What follows belongs to an exercise in optimizing a design on an open flow for small area, a short achievable clock period and few clock cycles per item; a production flow would make more cautious choices.
The RTL was checked by simulation tests, not by an equivalence proof against the original design.

==> 02-23: inputs <==
==> flow/design.v (excerpt) <==
module jx_brake (
    input  wire        clk,
    input  wire        rst_n,         
    input  wire        show_load,     
    input  wire        start,         
    input  wire [63:0] acc,           
    input  wire        fallback,      
    input  wire        cfg_enable,    
    input  wire [15:0] cfg_release,   
    input  wire [31:0] cfg_budget,    
    input  wire [31:0] cfg_static,    
    input  wire [31:0] cfg_trim,      
    input  wire [5:0]  cfg_e,         
    output wire        ready,
    output reg         done,
    output reg  [16:0] factor,        
    output reg  [16:0] target,        
    output reg  [63:0] pred,          
    output reg  [63:0] acc_used,      
    output reg         evt_engage,
    output reg         evt_released,
    output reg         evt_fallback,
    output reg         evt_black
);
Settings: LEC_CHECK=0, CAP_MARGIN=20, CORE_MARGIN=2, CORE_UTILIZATION=40, PLACE_DENSITY=0.6, SETUP_SLACK_MARGIN=5, SLEW_MARGIN=20, SYNTH_HIERARCHICAL=1, SYNTH_MINIMUM_KEEP_SIZE=0, TNS_END_PERCENT=100; clock period 15.0 ns.
run.sh (not shown) runs the stock make flow with config.mk's settings and CLKGATE_MAP_FILE= SYNTH_SCRIPT=/design/flow/synth_recipe.tcl, a recipe that flattens the netlist after the stock synthesis.
==> inputs of 11-11, as changes to 02-23 <==
--- a/flow/design.v
+++ b/flow/design.v
@@ -9,24 +9,27 @@
     input  wire [15:0] cfg_release,   
     input  wire [31:0] cfg_budget,    
     input  wire [31:0] cfg_static,    
     input  wire [31:0] cfg_trim,      
     input  wire [5:0]  cfg_e,         
     output wire        ready,
     output reg         done,
-    output reg  [16:0] factor,        
+    output wire [16:0] factor,        
     output reg  [16:0] target,        
     output reg  [63:0] pred,          
     output reg  [63:0] acc_used,      
     output reg         evt_engage,
     output reg         evt_released,
     output reg         evt_fallback,
     output reg         evt_black
 );
     localparam [16:0] ONE = 17'd65536;
+    reg  [16:0] lim_r;
+    reg         use_lim;
+    assign factor = use_lim ? lim_r : target;
     reg        busy;
     reg        ph_m1, ph_m2, ph_dec, ph_div;
     reg [1:0]  dcnt;
     assign ready = !busy;
     reg [63:0] a_r;         
     reg        fb_r;
     reg        en_r;
@@ -2289,30 +2292,31 @@
     assign t_s[93] = mt_c2044;
     assign t_c[93] = mt_s2045;
     assign t_s[94] = mt_c2046;
     assign t_c[94] = mt_s2047;
     assign t_s[95] = mt_c2048;
     assign t_c[95] = 1'b0;
     wire [W-1:0] prod   = t_s + t_c;
-    wire [71:0] d_w = cs_s[71:0] >> e_r;
-    reg  [71:0] d_r;
-    wire [71:0] d_p   = ph_dec ? d_w : d_r;
-    wire [72:0] p_sum = {1'b0, d_p} + {41'd0, static_r};
+    reg  [71:0] p_r;
+    wire [71:0] d_w = p_r >> e_r;
+    wire [72:0] p_sum = {1'b0, d_w} + {41'd0, static_r};
     wire [63:0] p_w   = (p_sum[72:64] != 9'd0) ? 64'hFFFF_FFFF_FFFF_FFFF : p_sum[63:0];
     wire        h_neg  = h_r[32];
     wire        h_le0  = h_neg || (h_r[31:0] == 32'd0);
     wire        d_zero = (d_w == 72'd0);
     wire        d_le_h = !h_neg && (d_w[71:32] == 40'd0) && (d_w[31:0] <= h_r[31:0]);
     wire        nobrake = !en_r || d_zero || d_le_h;
     wire        black   = !nobrake && h_le0;
     wire        divide  = !nobrake && !h_le0;
     wire [17:0] rise  = {1'b0, factor} + {2'b00, rel_r};
     wire [16:0] lim   = (rise > {1'b0, ONE}) ? ONE : rise[16:0];
-    wire [47:0] dv_w  = (d_w[71:48] != 24'd0) ? {48{1'b1}} : d_w[47:0];
-    wire [47:0] dv    = (d_r[71:48] != 24'd0) ? {48{1'b1}} : d_r[47:0];
+    wire        big_w = (d_w[71:48] != 24'd0);
+    wire [47:0] dv_w  = big_w ? {48{1'b1}} : d_w[47:0];
+    wire [49:0] d3_w  = {2'b00, d_w[47:0]} + {1'b0, d_w[47:0], 1'b0};
+    reg  [47:0] dv;             
     reg  [49:0] dv3;
     reg  [47:0] rem;
     reg  [15:0] quo;
     reg         q_gt;           
     reg         q_lt;           
     function [49:0] r4step(input [47:0] r, input [47:0] d1, input [49:0] d3);
         reg [49:0] y;
@@ -2337,24 +2341,26 @@
                       (dcnt == 2'd1) ? lim[7:4]   : lim[3:0];
     wire        gt1 = q_gt || (!q_lt && (qd1 > ln[3:2]));
     wire        lt1 = q_lt || (!q_gt && (qd1 < ln[3:2]));
     wire        gt2 = gt1 || (!lt1 && (qd2 > ln[1:0]));
     wire        lt2 = lt1 || (!gt1 && (qd2 < ln[1:0]));
     wire [15:0] q_fin = {quo[11:0], qd1, qd2};
     always @(posedge clk) begin
-        cs_s <= ph_m2 ? {24'd0, prod[W-1:24]} : t_s;
+        cs_s <= t_s;
+        if (ph_m2)
+            p_r <= prod[W-1:24];
         cs_c <= t_c;
         if (!rst_n || show_load) begin
             busy         <= 1'b0;
             ph_m1        <= 1'b0;
             ph_m2        <= 1'b0;
             ph_dec       <= 1'b0;
             ph_div       <= 1'b0;
             done         <= 1'b0;
-            factor       <= ONE;
+            use_lim      <= 1'b0;
             target       <= ONE;
             pred         <= 64'd0;
             acc_used     <= 64'd0;
             evt_engage   <= 1'b0;
             evt_released <= 1'b0;
             evt_fallback <= 1'b0;
             evt_black    <= 1'b0;
@@ -2373,24 +2379,25 @@
                 trim_r   <= cfg_trim;
                 e_r      <= cfg_e;
                 busy     <= 1'b1;
                 ph_m1    <= use_prev;
                 ph_m2    <= !use_prev;
             end
             if (ph_dec) begin
-                d_r  <= d_w;
-                dv3  <= {2'b00, dv_w} + {1'b0, dv_w, 1'b0};
+                dv   <= dv_w;
+                dv3  <= big_w ? 50'h2_FFFF_FFFF_FFFD : d3_w;
                 rem  <= {16'd0, h_r[31:0]};
                 q_gt <= 1'b0;
                 q_lt <= lim[16];
                 dcnt <= 2'd3;
                 if (divide) begin
                     ph_div <= 1'b1;
                 end else begin
-                    factor       <= black ? 17'd0 : lim;
+                    lim_r        <= lim;
+                    use_lim      <= !black;
                     target       <= black ? 17'd0 : ONE;
                     pred         <= p_w;
                     acc_used     <= a_r;
                     evt_engage   <= (black || lim != ONE) && (factor == ONE);
                     evt_released <= !black && (lim == ONE) && (factor != ONE);
                     evt_fallback <= fb_r;
                     evt_black    <= black;
@@ -2401,15 +2408,16 @@
             if (ph_div) begin
                 rem  <= st2[47:0];
                 quo  <= q_fin;
                 q_gt <= gt2;
                 q_lt <= lt2;
                 dcnt <= dcnt - 2'd1;
                 if (dcnt == 2'd0) begin
-                    factor       <= gt2 ? lim : {1'b0, q_fin};
+                    lim_r        <= lim;
+                    use_lim      <= gt2;
                     target       <= {1'b0, q_fin};
                     pred         <= p_w;
                     acc_used     <= a_r;
                     evt_engage   <= (factor == ONE);
                     evt_released <= 1'b0;
                     evt_fallback <= fb_r;
                     evt_black    <= 1'b0;
==> flow/config.mk (replaced) <==
export PLATFORM = sky130hd
export DESIGN_NAME = jx_brake
export DESIGN_NICKNAME = jx_brake
export VERILOG_FILES = /design/flow/design.v
export SDC_FILE = /design/flow/constraint.sdc
export NUM_CORES = 4
export LEC_CHECK = 0
export CAP_MARGIN = 20
export CORE_MARGIN = 2
export CORE_UTILIZATION = 45
export PLACE_DENSITY = 0.65
export SETUP_SLACK_MARGIN = 5
export SLEW_MARGIN = 20
export SYNTH_HIERARCHICAL = 1
export SYNTH_MINIMUM_KEEP_SIZE = 0
export TNS_END_PERCENT = 100
==> inputs of 12-22, as changes to 02-23 <==
--- a/flow/design.v
+++ b/flow/design.v
@@ -9,24 +9,27 @@
     input  wire [15:0] cfg_release,   
     input  wire [31:0] cfg_budget,    
     input  wire [31:0] cfg_static,    
     input  wire [31:0] cfg_trim,      
     input  wire [5:0]  cfg_e,         
     output wire        ready,
     output reg         done,
-    output reg  [16:0] factor,        
+    output wire [16:0] factor,        
     output reg  [16:0] target,        
     output reg  [63:0] pred,          
     output reg  [63:0] acc_used,      
     output reg         evt_engage,
     output reg         evt_released,
     output reg         evt_fallback,
     output reg         evt_black
 );
     localparam [16:0] ONE = 17'd65536;
+    reg  [16:0] lim_r;
+    reg         use_lim;
+    assign factor = use_lim ? lim_r : target;
     reg        busy;
     reg        ph_m1, ph_m2, ph_dec, ph_div;
     reg [1:0]  dcnt;
     assign ready = !busy;
     reg [63:0] a_r;         
     reg        fb_r;
     reg        en_r;
@@ -2289,30 +2292,32 @@
     assign t_s[93] = mt_c2044;
     assign t_c[93] = mt_s2045;
     assign t_s[94] = mt_c2046;
     assign t_c[94] = mt_s2047;
     assign t_s[95] = mt_c2048;
     assign t_c[95] = 1'b0;
     wire [W-1:0] prod   = t_s + t_c;
-    wire [71:0] d_w = cs_s[71:0] >> e_r;
+    reg  [71:0] p_r;
+    wire [71:0] d_w = p_r >> e_r;
     reg  [71:0] d_r;
     wire [71:0] d_p   = ph_dec ? d_w : d_r;
     wire [72:0] p_sum = {1'b0, d_p} + {41'd0, static_r};
     wire [63:0] p_w   = (p_sum[72:64] != 9'd0) ? 64'hFFFF_FFFF_FFFF_FFFF : p_sum[63:0];
     wire        h_neg  = h_r[32];
     wire        h_le0  = h_neg || (h_r[31:0] == 32'd0);
     wire        d_zero = (d_w == 72'd0);
     wire        d_le_h = !h_neg && (d_w[71:32] == 40'd0) && (d_w[31:0] <= h_r[31:0]);
     wire        nobrake = !en_r || d_zero || d_le_h;
     wire        black   = !nobrake && h_le0;
     wire        divide  = !nobrake && !h_le0;
     wire [17:0] rise  = {1'b0, factor} + {2'b00, rel_r};
     wire [16:0] lim   = (rise > {1'b0, ONE}) ? ONE : rise[16:0];
     wire [47:0] dv_w  = (d_w[71:48] != 24'd0) ? {48{1'b1}} : d_w[47:0];
-    wire [47:0] dv    = (d_r[71:48] != 24'd0) ? {48{1'b1}} : d_r[47:0];
+    reg         big_r;          
+    wire [47:0] dv    = d_r[47:0] | {48{big_r}};
     reg  [49:0] dv3;
     reg  [47:0] rem;
     reg  [15:0] quo;
     reg         q_gt;           
     reg         q_lt;           
     function [49:0] r4step(input [47:0] r, input [47:0] d1, input [49:0] d3);
         reg [49:0] y;
@@ -2337,24 +2342,25 @@
                       (dcnt == 2'd1) ? lim[7:4]   : lim[3:0];
     wire        gt1 = q_gt || (!q_lt && (qd1 > ln[3:2]));
     wire        lt1 = q_lt || (!q_gt && (qd1 < ln[3:2]));
     wire        gt2 = gt1 || (!lt1 && (qd2 > ln[1:0]));
     wire        lt2 = lt1 || (!gt1 && (qd2 < ln[1:0]));
     wire [15:0] q_fin = {quo[11:0], qd1, qd2};
     always @(posedge clk) begin
-        cs_s <= ph_m2 ? {24'd0, prod[W-1:24]} : t_s;
+        cs_s <= t_s;
+        p_r  <= prod[W-1:24];
         cs_c <= t_c;
         if (!rst_n || show_load) begin
             busy         <= 1'b0;
             ph_m1        <= 1'b0;
             ph_m2        <= 1'b0;
             ph_dec       <= 1'b0;
             ph_div       <= 1'b0;
             done         <= 1'b0;
-            factor       <= ONE;
+            use_lim      <= 1'b0;
             target       <= ONE;
             pred         <= 64'd0;
             acc_used     <= 64'd0;
             evt_engage   <= 1'b0;
             evt_released <= 1'b0;
             evt_fallback <= 1'b0;
             evt_black    <= 1'b0;
@@ -2375,22 +2381,24 @@
                 busy     <= 1'b1;
                 ph_m1    <= use_prev;
                 ph_m2    <= !use_prev;
             end
             if (ph_dec) begin
                 d_r  <= d_w;
                 dv3  <= {2'b00, dv_w} + {1'b0, dv_w, 1'b0};
+                big_r <= (d_w[71:48] != 24'd0);
                 rem  <= {16'd0, h_r[31:0]};
                 q_gt <= 1'b0;
                 q_lt <= lim[16];
                 dcnt <= 2'd3;
                 if (divide) begin
                     ph_div <= 1'b1;
                 end else begin
-                    factor       <= black ? 17'd0 : lim;
+                    lim_r        <= lim;
+                    use_lim      <= !black;
                     target       <= black ? 17'd0 : ONE;
                     pred         <= p_w;
                     acc_used     <= a_r;
                     evt_engage   <= (black || lim != ONE) && (factor == ONE);
                     evt_released <= !black && (lim == ONE) && (factor != ONE);
                     evt_fallback <= fb_r;
                     evt_black    <= black;
@@ -2401,15 +2409,16 @@
             if (ph_div) begin
                 rem  <= st2[47:0];
                 quo  <= q_fin;
                 q_gt <= gt2;
                 q_lt <= lt2;
                 dcnt <= dcnt - 2'd1;
                 if (dcnt == 2'd0) begin
-                    factor       <= gt2 ? lim : {1'b0, q_fin};
+                    lim_r        <= lim;
+                    use_lim      <= gt2;
                     target       <= {1'b0, q_fin};
                     pred         <= p_w;
                     acc_used     <= a_r;
                     evt_engage   <= (factor == ONE);
                     evt_released <= 1'b0;
                     evt_fallback <= fb_r;
                     evt_black    <= 1'b0;
==> flow/config.mk (replaced) <==
export PLATFORM = sky130hd
export DESIGN_NAME = jx_brake
export DESIGN_NICKNAME = jx_brake
export VERILOG_FILES = /design/flow/design.v
export SDC_FILE = /design/flow/constraint.sdc
export NUM_CORES = 4
export LEC_CHECK = 0
export CAP_MARGIN = 20
export CORE_MARGIN = 2
export CORE_UTILIZATION = 55
export PLACE_DENSITY = 0.7
export SETUP_SLACK_MARGIN = 5
export SLEW_MARGIN = 20
export SYNTH_HIERARCHICAL = 1
export SYNTH_MINIMUM_KEEP_SIZE = 0
export TNS_END_PERCENT = 100
==> comparison table <==
| metric | 12-22 | 02-23 | 11-11 |
|---|---|---|---|
| Crit path from | acc[30] | d_r[66] | dv3[0] |
| Met3 layer wire length in the routed design | 52200 um | 34400 um | 25600 um |
| Ratio of cells with drive above 1 in the final layout | 0.0999 | 0.141 | 0.0721 |
| Met2 Use GR | 0.592 | 0.547 | 0.530 |
| Detailed-routed wire length on met2 | 142000 um | 174000 um | 152000 um |
| Register Area | 19400 um^2 | 18100 um^2 | 19400 um^2 |
| Worst slew slack as a fraction of its limit | 0.236 | 0.104 | 0.263 |
| Layout fillers | 12800 | 19500 | 17600 |
| Initial core utilization | 0.552 | 0.403 | 0.454 |
| Overall routed net length | 351000 um | 376000 um | 321000 um |
| Share of the clock period used by the worst path | 0.663 | 0.695 | 0.658 |
| Fraction of area in multi-input gates | 0.647 | 0.645 | 0.664 |
| Length of routed wiring on met1 | 136000 um | 134000 um | 122000 um |
| Final worst setup slack | 5.06 ns | 4.57 ns | 5.13 ns |
| Number of flip-flops under the largest register name | 80 | 96 | 80 |
| Post-synth EDFFs | 389 | 371 | 435 |
| Seq area share | 0.195 | 0.178 | 0.197 |
| Count of cell types in the netlist | 117 | 114 | 112 |
| Post-CTS Resized | 146 | 409 | 60 |
| Number of global-route vias before repair | 76400 | 77300 | 76900 |
| Status | no timing/DRC/antenna violations | no timing/DRC/antenna violations | no timing/DRC/antenna violations |
Testbench counts of 02-23, summed over its fixed seeds: cycles 15,498, frames 3,200.
Testbench counts of 11-11, summed over its fixed seeds: cycles 15,498, frames 3,200.
Testbench counts of 12-22, summed over its fixed seeds: cycles 15,498, frames 3,200.

afterwards: timing with drivers on the ports:
Ports are ideal in the flow. The routed layouts listed here were re-timed in OpenROAD.
Step 1 sets driving cells, clkbuf_16 on the clock port and buf_2 on the other inputs (assumed; they add their load-dependent delay and slew).
Step 2, shift: input delay + t, output delay - t, t = (earliest + latest rising clock arrival at the registers) / 2. This alone moves slack from input paths to output paths.
Three values: no drivers, after step 1, after step 2; two values: the first two.
run	t, ns	setup WS [ns]	latest minus earliest clock arrival (ns)
02-23	0.848	4.568 / 4.568 / 3.978	0.059 / 0.058
11-11	0.834	5.129 / 5.129 / 4.360	0.069 / 0.069
12-22	0.805	5.062 / 5.085 / 4.310	0.042 / 0.042
After both steps setup and hold are still met in every run listed. For 11-11, which loses most, drivers alone change the setup slack by 0.000 ns; drivers and shift together by -0.769 ns.
